Source: an optimization exercise on an open RTL-to-GDS flow (aim: small area, a short achievable clock period and few clock cycles per item). Production flows keep margins and buffers that such runs may drop.
Only the layout flow was run in this run; the RTL was not checked for function there.

## flow/config.mk

```make
export PLATFORM = sky130hd
export DESIGN_NAME = chord_mac
export DESIGN_NICKNAME = chord_mac
export VERILOG_FILES = /design/flow/design.v
export SDC_FILE = /design/flow/constraint.sdc
export NUM_CORES = 4
export LEC_CHECK = 0
export CAP_MARGIN = 20
export CORE_MARGIN = 2
export CORE_UTILIZATION = 40
export SLEW_MARGIN = 20
```

## flow/constraint.sdc

```tcl
create_clock -name core_clock -period 22.0 [get_ports {clk}]
set_input_delay 4.4000 -clock core_clock [delete_from_list [all_inputs] [get_ports {clk}]]
set_output_delay 4.4000 -clock core_clock [all_outputs]
set_load 0.01 [all_outputs]
```

## flow/design.v

```verilog
module chord_mac (
    input  wire        clk,
    input  wire        rst,
    input  wire        in_valid,
    output wire        in_ready,
    input  wire [2:0]  in_op,
    input  wire        in_x,
    input  wire [31:0] in_a,
    input  wire [31:0] in_b,
    input  wire        in_frac,
    input  wire        in_wrap,
    input  wire        in_rnd,
    input  wire [1:0]  in_form,
    input  wire [6:0]  in_sh7,
    output reg         out_valid,
    output reg  [71:0] out_data,
    output reg         out_flag
);
    localparam [2:0] OP_MPY  = 3'd0;
    localparam [2:0] OP_MAC  = 3'd1;
    localparam [2:0] OP_MSU  = 3'd2;
    localparam [2:0] OP_CLRX = 3'd3;
    localparam [2:0] OP_LDX  = 3'd4;
    localparam [2:0] OP_EXT  = 3'd5;
    assign in_ready = 1'b1;
    genvar gi;
    wire i_msu = (in_op == OP_MSU);
    wire i_ldx = (in_op == OP_LDX);
    reg        v0, x0, mpy0, mac0, msu0, ext0, clr0, ldx0;
    reg        wrap0, rnd0, spec0;
    reg [1:0]  form0;
    reg [6:0]  sh0;
    reg [32:0] ma0;                  
    reg [15:0] one0, two0, neg0;     
    always @(posedge clk) begin
        v0    <= in_valid & ~rst;
        x0    <= in_x;
        mpy0  <= (in_op == OP_MPY);
        mac0  <= (in_op == OP_MAC);
        msu0  <= i_msu;
        ext0  <= (in_op == OP_EXT);
        clr0  <= (in_op == OP_CLRX);
        ldx0  <= i_ldx;
        wrap0 <= in_wrap;
        rnd0  <= in_rnd;
        form0 <= in_form;
        sh0   <= in_sh7;
        ma0   <= (in_frac & ~i_ldx) ? {in_a, 1'b0} : {in_a[31], in_a};
        spec0 <= in_frac & (in_a == 32'h8000_0000) & (in_b == 32'h8000_0000);
    end
    generate
        for (gi = 0; gi < 16; gi = gi + 1) begin : g_benc
            wire bh = in_b[2*gi+1];
            wire bm = in_b[2*gi];
            wire bl = (gi == 0) ? 1'b0 : in_b[2*gi-1];
            always @(posedge clk) begin
                one0[gi] <= bm ^ bl;
                two0[gi] <= (bh & ~bm & ~bl) | (~bh & bm & bl);
                neg0[gi] <= bh ^ i_msu;
            end
        end
    endgenerate
    wire [33:0] ma1 = {ma0[32], ma0};
    wire [33:0] ma2 = {ma0, 1'b0};
    localparam [72:0] KSUM   = {9'd0, 31'h5555_5555, 33'd0};
    localparam [72:0] KCONST = 73'd0 - KSUM;
    wire [72:0] row [0:16];
    generate
        for (gi = 0; gi < 16; gi = gi + 1) begin : g_pp
            wire [33:0] pp  = (({34{one0[gi]}} & ma1) | ({34{two0[gi]}} & ma2)) ^ {34{neg0[gi]}};
            wire [33:0] ppx = {~pp[33], pp[32:0]};
            assign row[gi] = {39'd0, ppx} << (2*gi);
        end
    endgenerate
    wire specm = spec0 & ~msu0;
    wire [72:0] xrow;
    generate
        for (gi = 0; gi < 73; gi = gi + 1) begin : g_xrow
            if (gi < 30) begin : lo
                if (gi % 2 == 0) begin : ev
                    assign xrow[gi] = neg0[gi/2] | specm;
                end else begin : od
                    assign xrow[gi] = specm;
                end
            end else if (gi == 30) begin : b30
                assign xrow[gi] = neg0[15] & ~specm;
            end else begin : hi
                assign xrow[gi] = KCONST[gi];
            end
        end
    endgenerate
    assign row[16] = xrow;
    function [145:0] csa;
        input [72:0] p, q, r;
        reg [72:0] c;
        begin
            c = (p & q) | (p & r) | (q & r);
            csa = {p ^ q ^ r, c[71:0], 1'b0};
        end
    endfunction
    wire [72:0] l1 [0:11];
    assign {l1[0],  l1[1]}  = csa(row[0],  row[1],  row[2]);
    assign {l1[2],  l1[3]}  = csa(row[3],  row[4],  row[5]);
    assign {l1[4],  l1[5]}  = csa(row[6],  row[7],  row[8]);
    assign {l1[6],  l1[7]}  = csa(row[9],  row[10], row[11]);
    assign {l1[8],  l1[9]}  = csa(row[12], row[13], row[14]);
    assign l1[10] = row[15];
    assign l1[11] = row[16];
    wire [72:0] l2 [0:7];
    assign {l2[0], l2[1]} = csa(l1[0], l1[1], l1[2]);
    assign {l2[2], l2[3]} = csa(l1[3], l1[4], l1[5]);
    assign {l2[4], l2[5]} = csa(l1[6], l1[7], l1[8]);
    assign {l2[6], l2[7]} = csa(l1[9], l1[10], l1[11]);
    wire [72:0] l3 [0:5];
    assign {l3[0], l3[1]} = csa(l2[0], l2[1], l2[2]);
    assign {l3[2], l3[3]} = csa(l2[3], l2[4], l2[5]);
    assign l3[4] = l2[6];
    assign l3[5] = l2[7];
    wire [72:0] l4 [0:3];
    assign {l4[0], l4[1]} = csa(l3[0], l3[1], l3[2]);
    assign {l4[2], l4[3]} = csa(l3[3], l3[4], l3[5]);
    wire [72:0] l5 [0:2];
    assign {l5[0], l5[1]} = csa(l4[0], l4[1], l4[2]);
    assign l5[2] = l4[3];
    wire [72:0] ps, pc;
    assign {ps, pc} = csa(l5[0], l5[1], l5[2]);
    wire [31:0] bldx;
    generate
        for (gi = 0; gi < 16; gi = gi + 1) begin : g_bldx
            assign bldx[2*gi+1] = neg0[gi];
            if (gi == 0) begin : b0
                assign bldx[0] = one0[0];
            end else begin : bn
                assign bldx[2*gi] = one0[gi] ^ neg0[gi-1];
            end
        end
    endgenerate
    wire [72:0] ldv = {{9{bldx[31]}}, bldx, ma0[31:0]};
    wire [7:0] sh8  = {sh0[6], sh0};
    wire [7:0] kk   = (form0 == 2'b01) ? sh8 + 8'd32 : sh8;
    reg        v1, x1, mpy1, mac1, msu1, ext1, clr1, ldx1, wrap1, rnd1, flt1, w641, ci1;
    reg        ga1, gb1;
    reg [6:0]  sint1, qq1;
    reg [7:0]  ce1;
    reg [72:0] s1, c1;
    reg        ha, hb, za, zb;
    wire       t2a = v1 & ~x1 & ~ext1;
    wire       t2b = v1 &  x1 & ~ext1;
    wire       za_n = rst | (t2a ? clr1 : za);
    wire       zb_n = rst | (t2b ? clr1 : zb);
    always @(posedge clk) begin
        v1    <= v0 & ~rst;
        x1    <= x0;
        mpy1  <= mpy0;
        mac1  <= mac0;
        msu1  <= msu0;
        ext1  <= ext0;
        clr1  <= clr0;
        ldx1  <= ldx0;
        wrap1 <= wrap0;
        rnd1  <= rnd0;
        flt1  <= ext0 & (form0 == 2'b11);
        w641  <= (form0 == 2'b10);
        ci1   <= spec0 & msu0;
        ga1   <= (mac0 | msu0) & ~x0 & ~za_n;
        gb1   <= (mac0 | msu0) &  x0 & ~zb_n;
        sint1 <= kk[6:0] + 7'd23;
        qq1   <= kk[6:0] + ((form0 == 2'b10) ? 7'd64 : 7'd32);
        ce1   <= 8'd127 - sh8;
        s1    <= ldx0 ? ldv : ps;
        c1    <= ldx0 ? 73'd0 : pc;
    end
    reg [71:0] xa, xb;
    wire [72:0] base = ({73{ga1}} & {xa[71], xa}) | ({73{gb1}} & {xb[71], xb});
    wire [72:0] t_s  = base ^ s1 ^ c1;
    wire [72:0] t_c  = (base & s1) | (base & c1) | (s1 & c1);
    wire [72:0] sum  = t_s + {t_c[71:0], ci1};
    wire        ovf  = sum[72] ^ sum[71];
    wire [71:0] accr = x1 ? xb : xa;
    wire        hold = x1 ? hb : ha;
    wire        zsel = x1 ? zb : za;
    wire        mm   = mac1 | msu1;
    wire        wrt  = v1 & (mpy1 | ldx1 | (mm & ~hold));
    always @(posedge clk) begin
        if (wrt & ~x1) xa <= sum[71:0];
        if (wrt &  x1) xb <= sum[71:0];
        za <= za_n;
        zb <= zb_n;
        if (rst) begin
            ha <= 1'b0; hb <= 1'b0;
        end else begin
            if (t2a & ~(mm & ha)) ha <= mm & ovf & ~wrap1;
            if (t2b & ~(mm & hb)) hb <= mm & ovf & ~wrap1;
        end
    end
    wire        sgs  = ~accr[71];
    wire [71:0] acce = hold ? {sgs, {71{~sgs}}} : accr;
    reg        v2, ext2, flt2, w642, rnd2, oz2, flag2, sat2, satn2;
    reg [6:0]  sint2, qq2;
    reg [7:0]  ce2;
    reg [71:0] r2;
    always @(posedge clk) begin
        v2    <= v1 & ~rst;
        ext2  <= ext1;
        flt2  <= flt1;
        w642  <= w641;
        rnd2  <= rnd1;
        oz2   <= ext1 ? zsel : clr1;
        flag2 <= mm & ~hold & ovf;
        sat2  <= mm & (hold | (ovf & ~wrap1));
        satn2 <= hold ? sgs : sum[72];
        sint2 <= sint1;
        qq2   <= qq1;
        ce2   <= ce1;
        r2    <= ext1 ? acce : sum[71:0];
    end
    wire        sgn  = r2[71];
    wire        fneg = flt2 & sgn;
    wire [71:0] oc   = r2 ^ {72{fneg}};
    wire [71:0] mag  = oc + {71'd0, fneg};
    wire        ez   = (r2 == 72'd0);
    wire [127:0] lzin = {56'd0, oc};
    wire [8*128-1:0]   lv;
    wire [8*128*7-1:0] lp;
    genvar gl, gn;
    generate
        for (gn = 0; gn < 128; gn = gn + 1) begin : g_l0
            assign lv[gn] = lzin[gn];
            assign lp[gn*7 +: 7] = 7'd0;
        end
        for (gl = 1; gl < 8; gl = gl + 1) begin : g_lv
            for (gn = 0; gn < (128 >> gl); gn = gn + 1) begin : g_ln
                wire vl = lv[(gl-1)*128 + 2*gn];
                wire vh = lv[(gl-1)*128 + 2*gn + 1];
                wire [6:0] pl = lp[((gl-1)*128 + 2*gn)*7 +: 7];
                wire [6:0] ph = lp[((gl-1)*128 + 2*gn + 1)*7 +: 7];
                assign lv[gl*128 + gn] = vl | vh;
                assign lp[(gl*128 + gn)*7 +: 7] = vh ? (ph | (7'd1 << (gl-1))) : pl;
            end
            for (gn = (128 >> gl); gn < 128; gn = gn + 1) begin : g_lz
                assign lv[gl*128 + gn] = 1'b0;
                assign lp[(gl*128 + gn)*7 +: 7] = 7'd0;
            end
        end
    endgenerate
    wire [6:0] msb = lp[(7*128)*7 +: 7];
    wire [71:0] dsg = r2 ^ {72{sgn}};
    wire [71:0] gem;
    generate
        for (gn = 0; gn < 72; gn = gn + 1) begin : g_gem
            assign gem[gn] = (qq2 <= gn);
        end
    endgenerate
    wire hibad = |(dsg & gem);
    reg        v2b, ext2b, flt2b, w642b, rnd2b, sgn2b, oz2b, flag2b, hib2b, sat2b, satn2b;
    reg [6:0]  s2b;
    reg [7:0]  ce2b;
    reg [71:0] r2b;
    always @(posedge clk) begin
        v2b    <= v2 & ~rst;
        ext2b  <= ext2;
        flt2b  <= flt2;
        w642b  <= w642;
        rnd2b  <= rnd2;
        sgn2b  <= sgn;
        oz2b   <= oz2 | (ext2 & ez);
        flag2b <= flag2;
        hib2b  <= hibad;
        sat2b  <= sat2;
        satn2b <= satn2;
        s2b    <= ext2 ? (flt2 ? msb : sint2) : 7'd23;
        ce2b   <= ce2;
        r2b    <= mag;
    end
    wire        fill = sgn2b & ~flt2b;
    wire [96:0] wv   = {fill, r2b, 24'd0};
    wire [96:0] us   = $signed(wv) >>> s2b;
    wire [71:0] lm;
    generate
        for (gn = 0; gn < 72; gn = gn + 1) begin : g_lm
            assign lm[gn] = (s2b >= gn + 25);
        end
    endgenerate
    reg        v3, ext3, flt3, w643, rnd3, sgn3, oz3, flag3, hib3, sat3, satn3, st3;
    reg [7:0]  e3;
    reg [66:0] u3;
    reg [5:0]  rh3;
    always @(posedge clk) begin
        v3    <= v2b & ~rst;
        ext3  <= ext2b;
        flt3  <= flt2b;
        w643  <= w642b;
        rnd3  <= rnd2b;
        sgn3  <= sgn2b;
        oz3   <= oz2b;
        flag3 <= flag2b;
        hib3  <= hib2b;
        sat3  <= sat2b;
        satn3 <= satn2b;
        st3   <= |(r2b & lm);
        e3    <= {1'b0, s2b} + ce2b;
        u3    <= us[66:0];
        rh3   <= r2b[71:66];
    end
    wire        g    = u3[0];
    wire        up   = ext3 & (flt3 ? (g & (st3 | u3[1])) : (rnd3 & g & (st3 | ~sgn3)));
    wire [65:0] vr   = u3[66:1] + {65'd0, up};
    wire vW   = w643 ? vr[64] : vr[32];
    wire vW1  = w643 ? vr[63] : vr[31];
    wire satp = ~sgn3 & (hib3 | vW | vW1);
    wire satq =  sgn3 & (hib3 | (vW & ~vW1));
    wire isat = satp | satq;
    wire [31:0] lo_sat = satp ? (w643 ? 32'hFFFF_FFFF : 32'h7FFF_FFFF) : (w643 ? 32'h0000_0000 : 32'h8000_0000);
    wire [31:0] hi_sat = satp ? 32'h7FFF_FFFF : 32'h8000_0000;
    wire [31:0] ilo    = isat ? lo_sat : vr[31:0];
    wire [31:0] ihi    = isat ? hi_sat : vr[63:32];
    wire [7:0]  fe   = e3 + {7'd0, vr[24]};
    wire [31:0] fres = {sgn3, fe, vr[22:0]};
    reg [71:0] dsel;
    reg        fsel;
    always @* begin
        if (!ext3) begin
            dsel = sat3 ? {satn3, {71{~satn3}}} : {rh3, vr[65:0]};
            fsel = flag3;
        end else if (flt3) begin
            dsel = {40'd0, fres};
            fsel = 1'b0;
        end else if (w643) begin
            dsel = {8'd0, ihi, ilo};
            fsel = isat;
        end else begin
            dsel = {40'd0, ilo};
            fsel = isat;
        end
        if (oz3) begin
            dsel = 72'd0;
            fsel = 1'b0;
        end
    end
    always @(posedge clk) begin
        out_valid <= v3 & ~rst;
        out_data  <= dsel;
        out_flag  <= fsel;
    end
endmodule
```

## flow/run.sh

```bash
#!/bin/bash
# synth_recipe.tcl (not shown) runs the flow's synth.tcl, then flattens the netlist and writes it again
# the make line also repeats each setting of config.mk as NAME=value (left out here)
make -C /OpenROAD-flow-scripts/flow DESIGN_CONFIG=/design/flow/config.mk WORK_HOME=/design/flow/orfs CLKGATE_MAP_FILE= SYNTH_SCRIPT=/design/flow/synth_recipe.tcl finish
```

==> notes.md <==
-- final timing paths --
check / start / end / slack (ns) / cells after the start
setup / recovery: out_data[53]$_SDFF_PP0_ / out_data[53] / 15.98 / 1
hold / removal: qq1[1]$_DFF_P_ / qq2[1]$_DFF_P_ / 0.32 / 0
setup reg to reg: ga1$_DFF_P_ / xb[66]$_DFFE_PP_ / 16.37 / 16
hold reg to reg: qq1[1]$_DFF_P_ / qq2[1]$_DFF_P_ / 0.32 / 0
-- final cells by class --
type | count | area, sq um
repair buffers | 259 | 2330
multi-input cells | 5289 | 44900
clock buffers | 121 | 2580
inverters | 854 | 3210
clock inverters | 35 | 462
fillers | 16600 | 95500
well taps | 2218 | 2780
diodes | 1 | 2.50
flip-flops and latches | 781 | 17200
-- cell usage in the layout (no fill, tap or decap), drive strengths merged, types with 24 or more instances in the layout --
master         count
nand2b            79
mux4              66
o22ai             30
nor2             337
inv              862
mux2i            110
fa               514
ha               251
o2bb2ai           35
xnor2            498
o31ai             24
nor3              95
a21o              40
buf              103
edfxtp           144
nand4             49
mux2             128
o211ai            33
nor4              52
and2              26
clkbuf           121
a211oi            97
a21oi            319
and3              40
nand3            113
a31oi             57
o21a              35
nand2            438
or3               27
clkdlybuf4s50    156
nor2b            159
xor2             361
o21ai            405
a22oi            589
dfxtp            637
-- sequential cells by signal, summed over array words and instances, names as in the netlist, 8 cells and up --
register,count
c1,63
ce1,8
ce2,8
ce2b,8
e3,8
ma0,33
neg0,16
one0,16
out_data,72
r2,72
r2b,72
s1,66
two0,16
u3,67
xa,72
xb,72
-- stage by stage --
step                      std cells  area (sq um)  utilization  hold slack, ns
after floorplan                7609         67800            -           0.310
after global placement         9401         70400        0.417           0.310
after detailed placement       9401         70400        0.417           0.312
after CTS                      9557         73400        0.435           0.324
after global routing           9557         73400        0.435           0.326
final                          9558         73400        0.435           0.322
-- cells by family (layout without fill, tap and decap cells) --
group / Yosys count / count (layout)
fa+ha+maj: 767 / 767
compound gates: 1864 / 1864
mux: 304 / 304
buf+inv: 1539 / 1269
other cells: 1 / 2
flops: 781 / 781
xor+xnor: 859 / 859
simple gates: 1494 / 1494
-- layer usage --
metal | up-vias | wire length (um)
met5 | - | 0
met4 | 0 | 14100
met3 | 823 | 17200
met2 | 2901 | 110000
met1 | 27500 | 93800
li1 | 25300 | -
==> out/metrics.yaml <==
rsz0062_at_grt: "no"
maxSlewViolCount: 0
cts_made_buffers: 86
gp_congestion: 0.967
netlist_instances: 7609
syn-num-nets: 8457
yosys-top-cells-area: "dfxtp_1 19%, fa_1 15%, a22oi_1 6.5%, xnor2_1 6.4%, edfxtp_1 6.4%"
synth_common_cells: "848 x inv_1, 637 x dfxtp_1, 589 x a22oi_1, 551 x clkbuf_1, 514 x fa_1"
setup_viol_count_final: 0
met1_usage: 0.330
vias: 56500
crit_path_cell_trace: "clkdlybuf4s50_1"
ios: 158
synth_area_sq_um: 67800
worst_setup_path_end_kind: "output port"
track_usage: 0.266
status: "complete, no violations"
drtPass1Iterations: 6
cts.clk_slew.worst_paths_ns: 0.06
syn_to_final_growth_pct: 8.32
relSlewSlack: 0.176
use_met2: 0.444
die_w_um: 416
final-hold-violation-count: 0
postRouteAntennaNets: 0
synth_warnings: 1
synth-xor-area-share: 0.111
synth_top_family_by_area: "adder cells"
synth-seq-area-share: 0.252
cts-root-buf: "clkbuf_16"
cp_slowest_cell: "clkdlybuf4s50_1"
start_kind: "flip-flop"
synth_top_area_share: 0.188
worst_slack_ns: 15.98
synthAdderAreaFrac: 0.198
fin_crit_sh: 0.274
synth_compound_area_frac: 0.184
worst_pin_slew_ns: 1.24
initial_core_util: 0.401
antenna_found_initial: 2
grt_pass1_vias: 57600
htreeDepth: 3
synth-seq-cells: 781
path_max_fanout: 1
grt_pass1_wl_um: 355000
portBuffers: 156
maxCapViolations: 0
clkSinkCount: 781
die_y_um: 416
drc: 0
slowest_delay_ns: 0.59
synth-simple-area-share: 0.109
cts_setup_buffers: 0
grt_use_met3: 0.0426
postCtsHoldBufs: 0
dp_hpwl_um: 167000
dieArea_sq_um: 173000
muxShareOfSynthArea: 0.0594
totalWireLength_um: 235000
wire_per_inst_um: 24.6
synthArstFlopShare: 0
gr-total-overflow: 0
dp_slack_ns: 15.25
max_freq_mhz: 166
synth_top_cell_by_area: "dfxtp_1"
cts_tree: "built"
cts_resized: 0
fin_worst_skew_ns: 0.0442
arrival_ns: 1.62
drt-initial-drc-count: 5137
critPathBufInv: 1
nets: 8119
clockBufferDepth: 3
period_needed_ns: 6.02
synth_edf_count: 144
crit_required_ns: 17.60
timing.setup.tns_ns: 0
vias_per_cell: 5.91
crit_family: "buffers and inverters"
grt_max_degree: 97
ys_types: 112
core-area_sq_um: 169000
clock_latency_ns: 0.75
drive_gt1_frac: 0.0779
rows: 151
avgSynthCellArea_sq_um: 8.91
ys.flop_type: "dfxtp_1"
busiest_layer: "met2"
critPathKind: "reg2out"
hold_path_class: "reg2reg"
synth_most_common_cell: "inv_1"

port drivers added, routing unchanged:
Ports are ideal in the flow. The routed layout listed here was re-timed in OpenROAD. Step 1 assumes that a clkbuf_16 drives the clock port and a buf_2 every other input. Step 2 times the ports against the registers' clock, not the clock port: input delays grow and output delays shrink by t, the midpoint of the rising clock arrivals with the driver on. a / b / c = no drivers / after step 1 / after step 2; a / b = the first two.
shift t [ns]: 0.806
setup WS [ns]: 15.975 / 15.891 / 15.181
slew at the worst register clock pin (ns): 0.08 / 0.08
cell pins on the clock port's net: 1
After both steps this run still meets setup and hold. The setup slack of this run moves by -0.084 ns with the drivers and by -0.794 ns with both steps.
